What follows belongs to an exercise in optimizing a design on an open flow for small area and a short achievable clock period; a production flow would make more cautious choices. Function was checked by simulation only, so behaviour that the tests miss may differ from the original. Power and IR drop assume default switching activity.

// egress_arb
module egress_arb (
    input  wire        clk,
    input  wire        rst,           
    input  wire [15:0] req,           
    input  wire [15:0] fits,          
    input  wire [79:0] flits,         
    input  wire        map_we,        
    input  wire [3:0]  map_idx,
    input  wire [3:0]  map_val,
    input  wire        commit,        
    input  wire [15:0] clr,           
    output wire        gnt,           
    output wire [3:0]  gnt_idx,       
    output reg  [3:0]  last_win,      
    output wire        busy,          
    output wire [15:0] in_backoff,
    output wire [15:0] capped,        
    output wire [63:0] act_map        
);
    localparam integer KB = 7;        
    reg  [3:0]  map_sh  [0:15];
    reg  [3:0]  map_act [0:15];
    reg  [13:0] lf      [0:15];       
    reg  [15:0] inbo;                 
    reg  [15:0] cf;                   
    reg  [12:0] age     [0:15];       
    reg         p1, p2, p3, p4, p5;   
    reg  [15:0] parts;                
    reg  [15:0] sel;                  
    reg  [3:0]  win;
    reg  [3:0]  win_in;
    reg  [4:0]  scnt;                 
    reg  [1:0]  ssub;
    reg         busy_r;
    reg         cmt_pend;
    wire [15:0] present = req & fits & ~inbo;
    genvar g;
    generate
        for (g = 0; g < 16; g = g + 1) begin : g_map
            assign act_map[4*g +: 4] = map_act[g];
        end
    endgenerate
    assign in_backoff = inbo;
    assign gnt     = p5;
    assign gnt_idx = win;
    assign busy    = busy_r;
    wire idle     = ~(p1 | p2 | p3 | p4 | p5);
  ...
For scale: roughly 250 I/O pins, ~0.032 mm^2 of cells after synthesis.
Settings: LEC_CHECK=0, CAP_MARGIN=20, CORE_MARGIN=2, CORE_UTILIZATION=50, SLEW_MARGIN=20; clock period 42.0 ns.
standard.sh (not shown) runs the stock make flow with config.mk's settings and CLKGATE_MAP_FILE= SYNTH_SCRIPT=/design/flow/synth_recipe.tcl, a recipe that flattens the netlist after the stock synthesis.
==> flow/flow/run.sh <==
#!/bin/bash
# Standard ORFS layout, with the combinational logic of the standard
# synthesis re-mapped by ABC for area (registers kept as synthesized), and
# small port buffers, timing repair aimed near the clock period the
# CAPPED outputs set, and a clock tree with larger sink clusters. Each tool's output goes to a log in this folder.
set -euo pipefail
W=$PWD
R=$W/orfs/results/$FLOW_PLATFORM/egress_arb/base
LIB=$FLOW_HOME/platforms/$FLOW_PLATFORM/lib/sky130_fd_sc_hd__tt_025C_1v80.lib
YOSYS=$FLOW_HOME/../tools/install/yosys/bin/yosys
[ -x "$YOSYS" ] || YOSYS=yosys

# 1. the standard synthesis, unchanged
bash standard.sh synth > $W/log_1_synth.txt 2>&1

# 2. re-map its combinational logic; registers stay as they are
python3 flow/mkmap.py $LIB $W/cells_map.v > $W/log_2_mkmap.txt 2>&1
cp $R/1_2_yosys.v $W/std_1_2_yosys.v
DU=""
for c in sky130_fd_sc_hd__probe_p_8 sky130_fd_sc_hd__probec_p_8 sky130_fd_sc_hd__lpflow_*; do
  DU="$DU -dont_use $c"
done
$YOSYS -p "read_liberty -lib $LIB; read_verilog $W/std_1_2_yosys.v; hierarchy -top $FLOW_TOP; \
  techmap -map $W/cells_map.v; techmap; opt -purge; \
  abc -liberty $LIB $DU -script $W/flow/area.abc; opt_clean -purge; \
  hilomap -singleton -hicell sky130_fd_sc_hd__conb_1 HI -locell sky130_fd_sc_hd__conb_1 LO; \
  insbuf -buf sky130_fd_sc_hd__buf_4 A X; splitnets; opt_clean -purge; \
  write_verilog -noattr -noexpr -nohex -nodec $W/resyn_1_2_yosys.v; stat -liberty $LIB" \
  > $W/log_3_resyn.txt 2>&1
cp $W/resyn_1_2_yosys.v $R/1_2_yosys.v
rm -f $R/1_synth.odb $R/1_synth.sdc

# 3. the rest of the standard layout
bash standard.sh finish "BUFFER_PORTS_ARGS=-buffer_cell sky130_fd_sc_hd__buf_2" \
  SETUP_SLACK_MARGIN=30.6 \
  "CTS_ARGS=-sink_clustering_enable -repair_clock_nets -sink_clustering_size 26 -sink_clustering_max_diameter 100 -dont_use_dummy_load" \
  > $W/log_4_layout.txt 2>&1
==> flow/flow/area.abc <==
strash
&get -n
&fraig -x
&put
scorr
dc2
strash
&get -n
&deepsyn -T 200
&put
strash
&get -n
&dch -f
&nf -R 1000
&put
Other scripts of this flow, unchanged in this note and not shown: flow/flow/mkmap.py
The first run passed the timing, design-rule and antenna checks.
Edit:
--- a/flow/flow/run.sh
+++ b/flow/flow/run.sh
@@ -35 +35 @@
-  SETUP_SLACK_MARGIN=30.6 \
+  SETUP_SLACK_MARGIN=31.0 \
Outcome: The new run passed the timing, design-rule and antenna checks; cell count rose by 1.4%; cell area rose by 2.1%; clock-buffer cell count fell by 3; setup slack gets better by 390 ps; power fell by 4.5%; hold slack gets better by 17 ps; routed wire length rose by 1.6%.
Edit:
--- a/flow/flow/run.sh
+++ b/flow/flow/run.sh
@@ -4,2 +4 @@
-# small port buffers, timing repair aimed near the clock period the
-# CAPPED outputs set, and a clock tree with larger sink clusters. Each tool's output goes to a log in this folder.
+# small port buffers. Each tool's output goes to a log in this folder.
@@ -36 +34,0 @@
-  "CTS_ARGS=-sink_clustering_enable -repair_clock_nets -sink_clustering_size 26 -sink_clustering_max_diameter 100 -dont_use_dummy_load" \
==> flow/flow/area.abc (replaced) <==
strash
&get -n
&fraig -x
&put
scorr
dc2
strash
&get -n
&dch -f
&nf -R 1000
&put
Settings changed: CORE_UTILIZATION 50 to 40.
What happened: Sequential share of layout area fell by 3.2 points. Sequential power fell by about 0.7%. Power rose by about 26%. Setup slack is better by 63 ps. Non-clock buffer count rose by 30. Die area rose by 28%. Synthesized cell count rose by about 4.5%. Critical path depth does not change.
Edit:
Settings changed: CORE_UTILIZATION 40 to 50.
Outcome:
- The changed run produced a clean layout
- design area shrinks slightly
- sequential share of layout area went up by 0.68 points
- total power goes down slightly
- utilization climbs by 11 points
- sequential cell count does not change
- area after synthesis does not change
- die area is lower by about a fifth
- register-to-register slack is worse by 20 ps

========
egress_arb, a different RTL version from the one above (not shown whole).
Size in the first run: about 5400 cells after synthesis, roughly 650 flip-flops, about 250 I/O pins, roughly 43000 µm² of cells after synthesis.
Settings: LEC_CHECK=0, CAP_MARGIN=20, CORE_MARGIN=2, CORE_UTILIZATION=40, SLEW_MARGIN=20; clock period 42.0 ns.
run.sh (not shown) runs the stock make flow with config.mk's settings and CLKGATE_MAP_FILE= SYNTH_SCRIPT=/design/flow/synth_recipe.tcl, a recipe that flattens the netlist after the stock synthesis.
Stock flow here: none of the scripts above is used.
The baseline completed without violations.
==> next run, changes <==
- CORE_UTILIZATION: 40 -> 65
Outcome: Cell area is lower by 2.3%. Setup slack gets worse by 240 ps. Fmax went down by 2.0%. Power falls by 2.7%. Sequential power grows by about 2%. Via count climbs by 11%. Flip-flop and latch count is unchanged.

-- port drivers added, routing unchanged --
The results above use ideal ports. As a check the final layouts listed here were re-extracted and re-timed, cells and wires unchanged. Step 1 assumes that a clkbuf_16 drives the clock port and a buf_2 every other input. Step 2, shift: input delay + t, output delay - t, t = (earliest + latest rising clock arrival at the registers) / 2. This alone moves slack from input paths to output paths. Slacks: no drivers / after step 1 / after step 2; pairs: no drivers / after step 1.
run	t (ns)	slack for setup (ns)	worst hold slack (ns)	worst setup path after step 2
the first run of note 1	0.634	30.515 / 30.448 / 30.819	0.425 / 0.425 / 0.425	input to register
the second run of note 1	0.696	30.907 / 30.837 / 30.793	0.442 / 0.442 / 0.442	input to register
the third run of note 1	0.694	30.970 / 30.898 / 30.654	0.460 / 0.460 / 0.460	input to register
the fourth run of note 1	0.704	30.987 / 30.918 / 30.961	0.463 / 0.463 / 0.463	input to register
the first run of note 2	0.744	30.012 / 29.935 / 29.879	0.459 / 0.459 / 0.459	input to register
the second run of note 2	0.705	29.773 / 29.700 / 29.586	0.463 / 0.463 / 0.463	input to register
After both steps setup and hold are still met in every run listed. For the third run of note 1, which loses most, drivers alone change the setup slack by -0.072 ns; drivers and shift together by -0.316 ns.
